Context: an optimization exercise on an open-source flow, tuned for small area, a short achievable clock period and few clock cycles per item. The choices shown serve that exercise and are no tape-out recipe.
The RTL was checked by simulation tests, not by an equivalence proof against the original design.

==> build 98 <==
// lpe_update
module lpe_update (
    input  wire        clk,
    input  wire        rst,
    input  wire        in_valid,
    output wire        in_ready,
    input  wire [11:0] in_tag,
    input  wire [1:0]  in_order,
    input  wire        in_cls_f,
    input  wire        in_aid,
    input  wire [5:0]  in_s0,
    input  wire [5:0]  in_s1,
    input  wire [5:0]  in_s2,
    input  wire [5:0]  in_s3,
    input  wire [31:0] in_c0,
    input  wire [31:0] in_c1,
    input  wire [31:0] in_c2,
    input  wire [31:0] in_c3,
    input  wire [31:0] in_out_min,
    input  wire [31:0] in_out_max,
    input  wire [31:0] in_lim_a,
    input  wire [31:0] in_lim_b,
    input  wire [31:0] in_xfer_lim,
    input  wire [31:0] in_x,
    input  wire [31:0] in_sp,
    input  wire [31:0] in_a,
    input  wire [31:0] in_acc1,
    input  wire [31:0] in_acc2,
    output reg         out_valid,
    input  wire        out_ready,
    output reg  [11:0] out_tag,
    output reg  [31:0] out_y,
    output reg  [31:0] out_xfer,
    output reg  [31:0] out_acc1,
    output reg  [31:0] out_acc2,
    output reg         out_sat,
    output reg         out_clamp
);
    function automatic [31:0] sat34(input [33:0] v);
        if (v[33:31] == 3'b000 || v[33:31] == 3'b111) sat34 = v[31:0];
        else sat34 = v[33] ? 32'h80000000 : 32'h7fffffff;
    endfunction
    function automatic ovf34(input [33:0] v);
        ovf34 = !(v[33:31] == 3'b000 || v[33:31] == 3'b111);
    endfunction
    reg  v0, v1, v2, sk_valid;
    wire push = v2 && !sk_valid;
    wire en2  = !v2 || !sk_valid;
    wire en1  = !v1 || en2;
    wire en0  = !v0 || en1;
    assign in_ready = en0;
    always @(posedge clk) begin
        if (rst) begin
            v0 <= 1'b0;
            v1 <= 1'b0;
            v2 <= 1'b0;
  ...
export LEC_CHECK = 0
export CAP_MARGIN = 20
export CORE_MARGIN = 2
export CORE_UTILIZATION = 40
export SLEW_MARGIN = 20
create_clock -name core_clock -period 42.0 [get_ports {clk}]
run.sh (not shown) runs the stock make flow with config.mk's settings and CLKGATE_MAP_FILE= SYNTH_SCRIPT=/design/flow/synth_recipe.tcl, a recipe that flattens the netlist after the stock synthesis.
==> build 62 (differences from build 98) <==
--- a/flow/design.v
+++ b/flow/design.v
@@ -31,16 +31,17 @@
         end
     end
     assign p = acc;
 endmodule
 module lpe_post (
     input  wire [63:0] p,
     input  wire [5:0]  s,
-    output reg  [31:0] t,
-    output reg         ovf
+    output wire [31:0] tw,
+    output wire        tr,
+    output wire        ovf
 );
     wire [64:0] q0 = {p, 1'b0};
     wire [64:0] q1 = s[5] ? {{32{p[63]}}, q0[64:32]} : q0;
     wire [48:0] q2 = s[4] ? q1[64:16] : q1[48:0];
     wire [40:0] q3 = s[3] ? q2[48:8]  : q2[40:0];
     wire [36:0] q4 = s[2] ? q3[40:4]  : q3[36:0];
     wire [34:0] q5 = s[1] ? q4[36:2]  : q4[34:0];
@@ -48,27 +49,25 @@
     reg fits;
     integer k;
     always @(*) begin
         fits = 1'b1;
         for (k = 0; k < 31; k = k + 1)
             if ((k >= s) && (p[k + 32] != p[63])) fits = 1'b0;
     end
-    wire [33:0] v = {q6[33], q6[33:1]} + {33'd0, q6[0]};
-    always @(*) begin
-        if (!fits) begin
-            t   = p[63] ? 32'h80000000 : 32'h7fffffff;
-            ovf = 1'b1;
-        end else if (v[33:31] != 3'b000 && v[33:31] != 3'b111) begin
-            t   = v[33] ? 32'h80000000 : 32'h7fffffff;
-            ovf = 1'b1;
-        end else begin
-            t   = v[31:0];
-            ovf = 1'b0;
-        end
-    end
+    wire [32:0] w     = q6[33:1];           
+    wire        r     = q6[0];              
+    wire        inr   = (w[32] == w[31]);   
+    wire        ones  = &w[30:0];
+    wire        w_max = inr && !w[31] && ones;           
+    wire        w_mm1 = (w[32:31] == 2'b10) && ones;     
+    wire        sgn   = fits ? w[32] : p[63];
+    wire        keep  = fits && inr;
+    assign tw  = keep ? w[31:0] : (sgn ? 32'h80000000 : 32'h7fffffff);
+    assign tr  = keep && r && !w_max;
+    assign ovf = !fits || (!inr && !(w_mm1 && r)) || (w_max && r);
 endmodule
 module lpe_update (
     input  wire        clk,
     input  wire        rst,
     input  wire        in_valid,
     output wire        in_ready,
     input  wire [11:0] in_tag,
@@ -106,38 +105,51 @@
     function automatic [31:0] sat34(input [33:0] v);
         if (v[33:31] == 3'b000 || v[33:31] == 3'b111) sat34 = v[31:0];
         else sat34 = v[33] ? 32'h80000000 : 32'h7fffffff;
     endfunction
     function automatic ovf34(input [33:0] v);
         ovf34 = !(v[33:31] == 3'b000 || v[33:31] == 3'b111);
     endfunction
-    reg  v0, v1, v2, sk_valid;
+    reg  v0, v1, v2, sk_valid, rdy;
     wire push = v2 && !sk_valid;
     wire en2  = !v2 || !sk_valid;
     wire en1  = !v1 || en2;
     wire en0  = !v0 || en1;
-    assign in_ready = en0;
+    wire sk_next = sk_valid ? !out_ready : (out_valid && !out_ready && push);
+    wire v0_next = en0 ? in_valid : v0;
+    wire v1_next = en1 ? v0 : v1;
+    wire v2_next = en2 ? v1 : v2;
+    assign in_ready = rdy;
     always @(posedge clk) begin
         if (rst) begin
-            v0 <= 1'b0;
-            v1 <= 1'b0;
-            v2 <= 1'b0;
+            v0  <= 1'b0;
+            v1  <= 1'b0;
+            v2  <= 1'b0;
+            rdy <= 1'b1;
         end else begin
-            if (en0) v0 <= in_valid;
-            if (en1) v1 <= v0;
-            if (en2) v2 <= v1;
+            v0  <= v0_next;
+            v1  <= v1_next;
+            v2  <= v2_next;
+            rdy <= !v0_next || !v1_next || !v2_next || !sk_next;
         end
     end
-    wire [33:0] e_raw = {{2{in_x[31]}}, in_x} - {{2{in_sp[31]}}, in_sp};
+    wire [11:0] e_lo  = {1'b0, in_x[10:0]} + {1'b0, ~in_sp[10:0]} + 12'd1;
+    wire [11:0] e_md0 = {1'b0, in_x[21:11]} + {1'b0, ~in_sp[21:11]};
+    wire [11:0] e_md1 = {1'b0, in_x[21:11]} + {1'b0, ~in_sp[21:11]} + 12'd1;
+    wire [10:0] e_hi0 = {in_x[31], in_x[31:22]} + {~in_sp[31], ~in_sp[31:22]};
+    wire [10:0] e_hi1 = {in_x[31], in_x[31:22]} + {~in_sp[31], ~in_sp[31:22]} + 11'd1;
+    wire        e_ch  = e_lo[11] ? e_md1[11] : e_md0[11];
     reg [11:0] r0_tag;
     reg [1:0]  r0_order;
-    reg        r0_cls, r0_aid, r0_eovf;
+    reg        r0_cls, r0_aid;
+    reg        r0_ecm, r0_ech, r0_eov0, r0_eov1;
+    reg [10:0] r0_elo, r0_emd0, r0_emd1, r0_ehi0, r0_ehi1;
     reg [5:0]  r0_s0, r0_s1, r0_s2, r0_s3;
     reg [31:0] r0_c0, r0_c1, r0_c2, r0_c3;
-    reg [31:0] r0_e, r0_a;
+    reg [31:0] r0_a;
     reg [31:0] r0_omin, r0_omax, r0_lima, r0_limb, r0_xlim, r0_acc1, r0_acc2;
     always @(posedge clk) begin
         if (en0) begin
             r0_tag   <= in_tag;
             r0_order <= in_order;
             r0_cls   <= in_cls_f;
             r0_aid   <= in_aid;
@@ -145,30 +157,41 @@
             r0_s1    <= in_s1;
             r0_s2    <= in_s2;
             r0_s3    <= in_s3;
             r0_c0    <= in_c0;
             r0_c1    <= in_c1;
             r0_c2    <= in_c2;
             r0_c3    <= in_c3;
-            r0_e     <= sat34(e_raw);
-            r0_eovf  <= ovf34(e_raw);
+            r0_elo   <= e_lo[10:0];
+            r0_ecm   <= e_lo[11];
+            r0_emd0  <= e_md0[10:0];
+            r0_emd1  <= e_md1[10:0];
+            r0_ech   <= e_ch;
+            r0_ehi0  <= e_hi0;
+            r0_ehi1  <= e_hi1;
+            r0_eov0  <= e_hi0[10] != e_hi0[9];
+            r0_eov1  <= e_hi1[10] != e_hi1[9];
             r0_a     <= in_a;
             r0_omin  <= in_out_min;
             r0_omax  <= in_out_max;
             r0_lima  <= in_lim_a;
             r0_limb  <= in_lim_b;
             r0_xlim  <= in_xfer_lim;
             r0_acc1  <= in_acc1;
             r0_acc2  <= in_acc2;
         end
     end
+    wire [10:0] a_emd  = r0_ecm ? r0_emd1 : r0_emd0;
+    wire [10:0] a_ehi  = r0_ech ? r0_ehi1 : r0_ehi0;
+    wire        a_eovf = r0_ech ? r0_eov1 : r0_eov0;
+    wire [31:0] a_e    = a_eovf ? {a_ehi[10], {31{~a_ehi[10]}}} : {a_ehi[9:0], a_emd, r0_elo};
     wire [63:0] p0, p1, p2, p3;
-    lpe_mul u_m0 (.a(r0_e), .b(r0_c0), .p(p0));
-    lpe_mul u_m1 (.a(r0_e), .b(r0_c1), .p(p1));
-    lpe_mul u_m2 (.a(r0_e), .b(r0_c2), .p(p2));
+    lpe_mul u_m0 (.a(a_e), .b(r0_c0), .p(p0));
+    lpe_mul u_m1 (.a(a_e), .b(r0_c1), .p(p1));
+    lpe_mul u_m2 (.a(a_e), .b(r0_c2), .p(p2));
     lpe_mul u_m3 (.a(r0_a), .b(r0_c3), .p(p3));
     reg [63:0] r1_p0, r1_p1, r1_p2, r1_p3;
     reg [11:0] r1_tag;
     reg        r1_use2, r1_use3, r1_cls, r1_aid, r1_eovf;
     reg [5:0]  r1_s0, r1_s1, r1_s2, r1_s3;
     reg [31:0] r1_omin, r1_omax, r1_lima, r1_limb, r1_xlim, r1_acc1, r1_acc2;
     always @(posedge clk) begin
@@ -178,64 +201,63 @@
             r1_p2   <= p2;
             r1_p3   <= p3;
             r1_tag  <= r0_tag;
             r1_use2 <= (r0_order >= 2'd2);
             r1_use3 <= (r0_order == 2'd3);
             r1_cls  <= r0_cls;
             r1_aid  <= r0_aid;
-            r1_eovf <= r0_eovf;
+            r1_eovf <= a_eovf;
             r1_s0   <= r0_s0;
             r1_s1   <= r0_s1;
             r1_s2   <= r0_s2;
             r1_s3   <= r0_s3;
             r1_omin <= r0_omin;
             r1_omax <= r0_omax;
             r1_lima <= r0_lima;
             r1_limb <= r0_limb;
             r1_xlim <= r0_xlim;
             r1_acc1 <= r0_acc1;
             r1_acc2 <= r0_acc2;
         end
     end
     wire [31:0] t0, t1, t2, t3;
+    wire        tc0, tc1, tc2, tc3;
     wire        t0_ovf, t1_ovf, t2_ovf, t3_ovf;
-    lpe_post u_q0 (.p(r1_p0), .s(r1_s0), .t(t0), .ovf(t0_ovf));
-    lpe_post u_q1 (.p(r1_p1), .s(r1_s1), .t(t1), .ovf(t1_ovf));
-    lpe_post u_q2 (.p(r1_p2), .s(r1_s2), .t(t2), .ovf(t2_ovf));
-    lpe_post u_q3 (.p(r1_p3), .s(r1_s3), .t(t3), .ovf(t3_ovf));
+    lpe_post u_q0 (.p(r1_p0), .s(r1_s0), .tw(t0), .tr(tc0), .ovf(t0_ovf));
+    lpe_post u_q1 (.p(r1_p1), .s(r1_s1), .tw(t1), .tr(tc1), .ovf(t1_ovf));
+    lpe_post u_q2 (.p(r1_p2), .s(r1_s2), .tw(t2), .tr(tc2), .ovf(t2_ovf));
+    lpe_post u_q3 (.p(r1_p3), .s(r1_s3), .tw(t3), .tr(tc3), .ovf(t3_ovf));
     wire [31:0] b_acc1 = r1_acc1;
     wire [31:0] b_acc2 = r1_acc2;
     wire [31:0] t3u    = r1_aid ? t3 : 32'd0;
+    wire        tc3u   = r1_aid && tc3;
     wire [33:0] y_raw  = {{2{t0[31]}}, t0} + {{2{b_acc1[31]}}, b_acc1}
-                       + {{2{t3u[31]}}, t3u};
+                       + {{2{t3u[31]}}, t3u} + {33'd0, tc0} + {33'd0, tc3u};
     wire [33:0] a1_sum = {{2{b_acc1[31]}}, b_acc1} + {{2{t1[31]}}, t1}
-                       + {{2{b_acc2[31]}}, b_acc2};
-    wire [33:0] a2_sum = {{2{b_acc2[31]}}, b_acc2} + {{2{t2[31]}}, t2};
+                       + {{2{b_acc2[31]}}, b_acc2} + {33'd0, tc1};
+    wire [33:0] a2_sum = {{2{b_acc2[31]}}, b_acc2} + {{2{t2[31]}}, t2} + {33'd0, tc2};
     wire [33:0] a1_raw = r1_use2 ? a1_sum : {{2{b_acc1[31]}}, b_acc1};
     wire [33:0] a2_raw = r1_use3 ? a2_sum : {{2{b_acc2[31]}}, b_acc2};
     wire        t_ovf  = r1_eovf || t0_ovf || (r1_aid && t3_ovf)
                       || (r1_use2 && t1_ovf) || (r1_use3 && t2_ovf);
     wire signed [31:0] b_omin = r1_omin;
     wire signed [31:0] b_omax = r1_omax;
     wire signed [31:0] b_lima = r1_lima;
     wire signed [31:0] b_limb = r1_limb;
     wire signed [31:0] b_xlim = r1_xlim;
     wire        [32:0] b_xmag = b_xlim[31] ? (33'd0 - {1'b1, b_xlim}) : {1'b0, b_xlim};
     wire signed [33:0] b_xpos = {1'b0, b_xmag};
     wire signed [33:0] b_xneg = -b_xpos;
-    wire signed [33:0] b_omin34 = {{2{b_omin[31]}}, b_omin};
-    wire signed [33:0] b_omax34 = {{2{b_omax[31]}}, b_omax};
     reg [33:0] r2_y, r2_a1, r2_a2;
     reg        r2_tovf, r2_cls;
     reg [11:0] r2_tag;
     reg [31:0] r2_omin, r2_omax, r2_lima, r2_limb;
     reg        r2_oinv, r2_linv, r2_xz;
     reg [32:0] r2_xpos;
     reg [31:0] r2_xneg;
-    reg        r2_omin_gt, r2_omin_lt, r2_omax_gt, r2_omax_lt;
     always @(posedge clk) begin
         if (en2) begin
             r2_y       <= y_raw;
             r2_a1      <= a1_raw;
             r2_a2      <= a2_raw;
             r2_tovf    <= t_ovf;
             r2_cls     <= r1_cls;
@@ -245,18 +267,14 @@
             r2_lima    <= r1_lima;
             r2_limb    <= r1_limb;
             r2_oinv    <= (b_omin > b_omax);
             r2_linv    <= (b_lima > b_limb);
             r2_xz      <= (b_xlim == 32'sd0);
             r2_xpos    <= b_xmag;
             r2_xneg    <= b_xneg[31:0];
-            r2_omin_gt <= (b_omin34 > b_xpos);
-            r2_omin_lt <= (b_omin34 < b_xneg);
-            r2_omax_gt <= (b_omax34 > b_xpos);
-            r2_omax_lt <= (b_omax34 < b_xneg);
         end
     end
     wire signed [31:0] omin = r2_omin;
     wire signed [31:0] omax = r2_omax;
     wire signed [31:0] imin = r2_lima;
     wire signed [31:0] imax = r2_limb;
     wire signed [31:0] y_sat = sat34(r2_y);
@@ -276,35 +294,33 @@
     wire               i_hi   = i_lo ? r2_linv : i_gt;
     wire signed [31:0] a1_cl  = i_hi ? imax : (i_lo ? imin : a1_upd);
     wire signed [31:0] a1_new = r2_cls ? a1_cl : a1_upd;
     wire               i_clamp = i_lo ? (!i_hi || !i_eq) : i_hi;
     wire any_ovf = r2_tovf || y_ovf || a1_ovf || a2_ovf;
     wire sat     = !r2_cls && (any_ovf || y_clamp);
     wire clamp   = r2_cls && (y_clamp || i_clamp);
-    wire signed [33:0] y_s34  = {{2{y_sat[31]}}, y_sat};
+    wire signed [33:0] y_34   = {{2{y[31]}}, y};
     wire signed [33:0] xpos34 = {1'b0, r2_xpos};
     wire signed [31:0] xneg32 = r2_xneg;
-    wire ys_gt  = (y_s34 > xpos34);
-    wire ys_lt  = (y_sat < xneg32);
-    wire yc_gt  = y_hi ? r2_omax_gt : (y_lo ? r2_omin_gt : ys_gt);
-    wire yc_lt  = y_hi ? r2_omax_lt : (y_lo ? r2_omin_lt : ys_lt);
+    wire yc_gt  = (y_34 > xpos34);
+    wire yc_lt  = (y < xneg32);
     wire [31:0] xfer = r2_xz ? y :
                        yc_gt ? r2_xpos[31:0] :
                        yc_lt ? r2_xneg : y;
     reg [11:0] sk_tag;
     reg [31:0] sk_y, sk_xfer, sk_acc1, sk_acc2;
     reg        sk_sat, sk_clamp;
     wire out_load = !out_valid || out_ready;
     always @(posedge clk) begin
         if (rst) begin
             out_valid <= 1'b0;
             sk_valid  <= 1'b0;
         end else begin
             out_valid <= (out_valid && !out_ready) || sk_valid || push;
-            sk_valid  <= sk_valid ? !out_ready : (out_valid && !out_ready && push);
+            sk_valid  <= sk_next;
         end
     end
     always @(posedge clk) begin
         if (push) begin
             sk_tag   <= r2_tag;
             sk_y     <= y;
             sk_xfer  <= xfer;
CORE_UTILIZATION = 55   (was 40)
PLACE_DENSITY = 0.72   (was default)
SLEW_MARGIN = 70   (was 20)
==> summary of the runs <==
- Of build 98 and build 62, build 62 has the higher non-clock buffer count (gap 246).
- Between build 62 and build 98, the lower first-iteration DRC count is in build 98 (gap 9.5%, measured against build 98).
- In build 62 the flip-flop and latch count is higher than in build 98, by 24.
- Between build 62 and build 98, the lower register-to-register slack is in build 98 (gap 2.0 ns).
- Clock skew: build 98 is higher than build 62 (0.020 ns).
==> figures <==
| item | build 98 | build 62 |
|---|---|---|
| Period utilisation layout | 0.316 | 0.264 |
| Beginning of the worst register-to-register path | r1_s1[1] | r0_ech |
| Outcome | finished clean | finished clean |
| Count of clock buffers in the final design | 223 | 211 |
| Minimum hold slack | 0.375 ns | 0.382 ns |
| Proportion of synthesized area in mux cells | 0.0692 | 0.0592 |
| Arr. time, crit path | 13.96 ns | 11.67 ns |
| Clock distribution area overhead in the final layout | 0.0291 | 0.0298 |
| Flops & latches, synth | 1581 | 1605 |
Testbench counts of build 98, summed over its fixed seeds: cycles 12,032, items 12,000.
Testbench counts of build 62, summed over its fixed seeds: cycles 12,032, items 12,000.

## static timing again, ports no longer ideal
No port has a modelled driver above. Below, the same layouts with a new extraction and two added sets of constraints.
Step 1 assumes that a clkbuf_16 drives the clock port and a buf_2 every other input.
Step 2 moves the port delays by t, midway between the first and last clock arrival at a register: inputs arrive t later, outputs are due t later. That takes back most of the time a late clock gives input paths.
a / b / c = no drivers / after step 1 / after step 2; a / b = the first two.
| run | shift t [ns] | setup WS [ns] | hold slack, ns | latest minus earliest clock arrival (ns) |
|---|---|---|---|---|
| build 98 | 1.046 | 28.740 / 28.850 / 27.804 | 0.375 / 0.375 / 0.375 | 0.110 / 0.110 |
| build 62 | 1.002 | 30.932 / 31.017 / 30.015 | 0.382 / 0.382 / 0.382 | 0.087 / 0.088 |
After both steps every run listed still meets setup and hold. For build 98, which loses most, drivers alone change the setup slack by +0.110 ns; drivers and shift together by -0.936 ns.
